Source: an optimization exercise on an open RTL-to-GDS flow (aim: small area, a short achievable clock period and few clock cycles per item). Production flows keep margins and buffers that such runs may drop.
Only simulation tests tie the RTL to the original design; equivalence was not proved.

==> 05-18 <==
==> flow/design.v (excerpt) <==
module wire_step (
    input  wire               clk,
    input  wire               rst,
    input  wire               in_valid,
    output wire               in_ready,
    input  wire signed [16:0] code,      
    input  wire        [15:0] res,       
    input  wire        [15:0] cc,        
    input  wire        [15:0] cs,        
    input  wire        [15:0] rcs,       
    input  wire        [15:0] rsa,       
    input  wire        [7:0]  tlim,      
    input  wire signed [21:0] ta,        
    input  wire signed [21:0] tc,        
    input  wire signed [21:0] ts,        
    output wire               out_valid,
    input  wire               out_ready,
    output reg  signed [21:0] tc_new,
    output reg  signed [21:0] ts_new,
    output reg                trip
);
Settings: LEC_CHECK=0, ABC_CLOCK_PERIOD_IN_PS=5000, CAP_MARGIN=20, CORE_MARGIN=2, CORE_UTILIZATION=40, SLEW_MARGIN=20; clock period 20.0 ns.
run.sh (not shown) runs the stock make flow with config.mk's settings and CLKGATE_MAP_FILE= SYNTH_SCRIPT=/design/flow/synth_recipe.tcl, a recipe that flattens the netlist after the stock synthesis.
==> 12-08 (differences from 05-18) <==
--- a/flow/design.v
+++ b/flow/design.v
@@ -26,14 +26,74 @@
             end else begin : g_2
                 assign st[i+1] = {rn, g2, g3 | (g1 & ~g2)};
             end
         end
     endgenerate
     assign so = st[S];
 endmodule
+module wm_mul #(
+    parameter NA = 8,
+    parameter NB = 8,
+    parameter NR = 16
+) (
+    input  wire [NA-1:0] a,
+    input  wire [NB-1:0] b,
+    output wire [NR-1:0] p
+);
+    localparam ND = (NB + 1) / 2;
+    wire [2*ND:0] bx = {{(2*ND-NB){b[NB-1]}}, b, 1'b0};
+    wire [NR-1:0] acc [0:ND];
+    function [NR-1:0] kconst(input integer dummy);
+        integer j;
+        begin
+            kconst = {NR{1'b0}};
+            for (j = 0; j < ND; j = j + 1)
+                if (NA + 1 + 2 * j < NR) kconst = kconst - ({{(NR-1){1'b0}}, 1'b1} << (NA + 1 + 2 * j));
+        end
+    endfunction
+    assign acc[0] = kconst(0);
+    genvar i;
+    generate
+        for (i = 0; i < ND; i = i + 1) begin : g_row
+            wire x2 = bx[2*i+2], x1 = bx[2*i+1], x0 = bx[2*i];
+            wire one = x1 ^ x0;
+            wire two = (x2 & ~x1 & ~x0) | (~x2 & x1 & x0);
+            wire [NA:0] m  = ({(NA+1){one}} & {1'b0, a}) | ({(NA+1){two}} & {a, 1'b0});
+            wire [NA:0] xm = m ^ {(NA+1){x2}};
+            wire [NR-1:0] row = {{(NR-NA-2){1'b0}}, ~x2, xm};
+            wire [NR-1:0] ngb = {{(NR-1){1'b0}}, x2};
+            assign acc[i+1] = acc[i] + (row << (2 * i)) + (ngb << (2 * i));
+        end
+    endgenerate
+    assign p = acc[ND];
+endmodule
+module wm_sq #(
+    parameter N = 16
+) (
+    input  wire [N-1:0]  a,
+    input  wire          n,
+    output wire [2*N:0]  p
+);
+    wire [2*N:0] acc [0:N];
+    assign acc[0] = n ? {{N{1'b0}}, a, 1'b1} : {(2*N+1){1'b0}};    
+    genvar i;
+    generate
+        for (i = 0; i < N; i = i + 1) begin : g_row
+            wire [2*N:0] row;
+            if (i < N - 1) begin : g_x
+                wire [N-2-i:0] x = a[N-1:i+1] & {(N-1-i){a[i]}};
+                assign row = ({{(N+i+2){1'b0}}, x} << (2 * i + 2)) | ({{(2*N){1'b0}}, a[i]} << (2 * i));
+            end else begin : g_d
+                assign row = {{(2*N){1'b0}}, a[i]} << (2 * i);
+            end
+            assign acc[i+1] = acc[i] + row;
+        end
+    endgenerate
+    assign p = acc[N];
+endmodule
 module wire_step (
     input  wire               clk,
     input  wire               rst,
     input  wire               in_valid,
     output wire               in_ready,
     input  wire signed [16:0] code,      
     input  wire        [15:0] res,       
@@ -70,15 +130,16 @@
     always @(posedge clk) begin
         c0 <= code; res0 <= res; cc0 <= cc; cs0 <= cs;
         rcs0 <= rcs[9:0]; rsa0 <= rsa[13:0]; tl0 <= tlim;
         ta0 <= ta; tc0 <= tc; ts0 <= ts;
     end
     wire        n0  = c0[16];
     wire [15:0] a0  = n0 ? ~c0[15:0] : c0[15:0];           
-    wire [32:0] c2w = a0 * a0 + (n0 ? {a0, 1'b1} : 17'd0);
+    wire [32:0] c2w;
+    wm_sq #(.N(16)) u_sq (.a(a0), .n(n0), .p(c2w));
     wire signed [30:0] tcx = tc0;
     wire signed [30:0] Xw  = 31'sd94351360 + (tcx <<< 9) - (tcx <<< 7) + (tcx <<< 3) + tcx;
     wire signed [22:0] es  = ts0 - tc0;
     wire signed [22:0] fs  = ta0 - ts0;
     wire signed [27:0] E1w = (es <<< 4) + (es <<< 2);      
     wire signed [27:0] F1w = (fs <<< 4) + (fs <<< 2);      
     wire        [11:0] rcs3w = {rcs0, 1'b0} + rcs0;
@@ -104,18 +165,19 @@
     always @(posedge clk) begin
         c2_1 <= c2w; X1 <= Xw; ks1 <= ks1w; js1 <= js1w; nE1 <= E1w[27]; nF1 <= F1w[27];
         res1 <= res0; cc1 <= cc0; cs1 <= cs0;
         rcs1 <= rcs0; rcs3_1 <= rcs3w;
         rsa1 <= rsa0; rsa3_1 <= rsa3w;
         tl1 <= tl0; tc1 <= tc0; ts1 <= ts0;
     end
-    wire [48:0] A2w = c2_1 * res1;
+    wire [48:0] A2w;
+    wm_mul #(.NA(33), .NB(17), .NR(49)) u_mA (.a(c2_1), .b({1'b0, res1}), .p(A2w));
     wire [37:0] ks2w;
     wire [33:0] js2w;
-    wm_div #(.W(10), .N(28), .S(3)) u_k2 (.si(ks1), .d(rcs1), .d3(rcs3_1), .so(ks2w));
+    wm_div #(.W(10), .N(28), .S(2)) u_k2 (.si(ks1), .d(rcs1), .d3(rcs3_1), .so(ks2w));
     wm_div #(.W(14), .N(20), .S(2)) u_j2 (.si(js1), .d(rsa1), .d3(rsa3_1), .so(js2w));
     reg        [48:0] A2;
     reg signed [30:0] X2;
     reg        [37:0] ks2;
     reg        [33:0] js2;
     reg               nE2, nF2;
     reg        [15:0] cc2, cs2;
@@ -126,15 +188,16 @@
     reg        [7:0]  tl2;
     reg signed [21:0] tc2, ts2;
     always @(posedge clk) begin
         A2 <= A2w; X2 <= X1; ks2 <= ks2w; js2 <= js2w; nE2 <= nE1; nF2 <= nF1;
         cc2 <= cc1; cs2 <= cs1; rcs2 <= rcs1; rcs3_2 <= rcs3_1; rsa2 <= rsa1; rsa3_2 <= rsa3_1;
         tl2 <= tl1; tc2 <= tc1; ts2 <= ts1;
     end
-    wire [79:0] H3w = A2 * X2[29:0] - (X2[30] ? {1'b0, A2, 30'd0} : 80'd0);
+    wire [79:0] H3w;
+    wm_mul #(.NA(49), .NB(31), .NR(80)) u_mH (.a(A2), .b(X2), .p(H3w));
     wire [37:0] ks3w;
     wire [33:0] js3w;
     wm_div #(.W(10), .N(28), .S(3)) u_k3 (.si(ks2), .d(rcs2), .d3(rcs3_2), .so(ks3w));
     wm_div #(.W(14), .N(20), .S(2)) u_j3 (.si(js2), .d(rsa2), .d3(rsa3_2), .so(js3w));
     reg        [79:0] H3;
     reg        [37:0] ks3;
     reg        [33:0] js3;
@@ -188,15 +251,15 @@
     wire [39:0] dd2 = {1'b0, r5} - {1'b0, F16, 1'b0};
     wire        ge5 = ~dd[39];
     wire [21:0] Qp  = Qe4 + ge5;                           
     wire signed [22:0] Qh5w  = nH4 ? ~{1'b0, Qp} : {1'b0, Qp};
     wire        [37:0] nsx5w = nH4 ? (ge5 ? dd[37:0] : r5[37:0]) : (ge5 ? ~dd2[37:0] : ~dd[37:0]);
     wire [37:0] ks5w;
     wire [33:0] js5w;
-    wm_div #(.W(10), .N(28), .S(2)) u_k5 (.si(ks4), .d(rcs4), .d3(rcs3_4), .so(ks5w));
+    wm_div #(.W(10), .N(28), .S(3)) u_k5 (.si(ks4), .d(rcs4), .d3(rcs3_4), .so(ks5w));
     wm_div #(.W(14), .N(20), .S(2)) u_j5 (.si(js4), .d(rsa4), .d3(rsa3_4), .so(js5w));
     reg signed [22:0] Qh5;
     reg        [37:0] nsx5;
     reg        [18:0] r2_5;
     reg        [37:0] ks5;
     reg        [33:0] js5;
     reg               nE5, nF5;
- CORE_UTILIZATION: 40 -> 50
==> comparison table <==
                                                                       05-18                     12-08
Initial antenna violation count                                           80                        57
WL met2                                                            401000 µm                 408000 µm
Multi-input combinational cell count                                   22700                     24500
Avg WL per Cell                                                      19.9 µm                   21.3 µm
Drt via density                                                         5.24                      5.80
RD Place Congestion                                                    0.905                     0.941
Largest area contributor in the synthesized netlist    sky130_fd_sc_hd__fa_1  sky130_fd_sc_hd__dfxtp_1
Register Area                                                     0.0826 mm²                0.0826 mm²
Fraction of met1 tracks used by global routing                         27.5%                     36.8%
Distinct cell type count after synthesis                                 106                       108
Run status                                  no timing/DRC/antenna violations  no timing/DRC/antenna violations
Overall die height                                                    887 µm                    790 µm
Clk_buf instances                                                        531                       523
Pre-Repair DR Iteration Count                                              9                         7
Number of antenna repair diodes                                           81                        35
Testbench counts of 05-18, summed over its fixed seeds: cycles 4,120, steps 4,000.
Testbench counts of 12-08, summed over its fixed seeds: cycles 4,120, steps 4,000.

-- static timing again, ports no longer ideal --
In the flow no input, the clock included, has a driving cell. The finished layouts below were timed again as built, in two steps.
Step 1, drivers: a clkbuf_16 drives clk and a buf_2 each remaining input, both assumed.
Step 2 times the ports against the registers' clock, not the clock port: input delays grow and output delays shrink by t, the midpoint of the rising clock arrivals with the driver on.
Slacks: no drivers / after step 1 / after step 2; pairs: no drivers / after step 1.
run | t (ns) | setup slack, ns | hold slack, ns | clock arrival spread, ns | slew at the worst register clock pin (ns)
05-18 | 1.193 | 9.899 / 9.899 / 9.899 | 0.182 / 0.182 / 0.182 | 0.169 / 0.168 | 0.08 / 0.08
12-08 | 1.136 | 8.891 / 8.891 / 8.891 | 0.250 / 0.250 / 0.250 | 0.107 / 0.107 | 0.08 / 0.08
After both steps setup and hold are still met in every run listed.
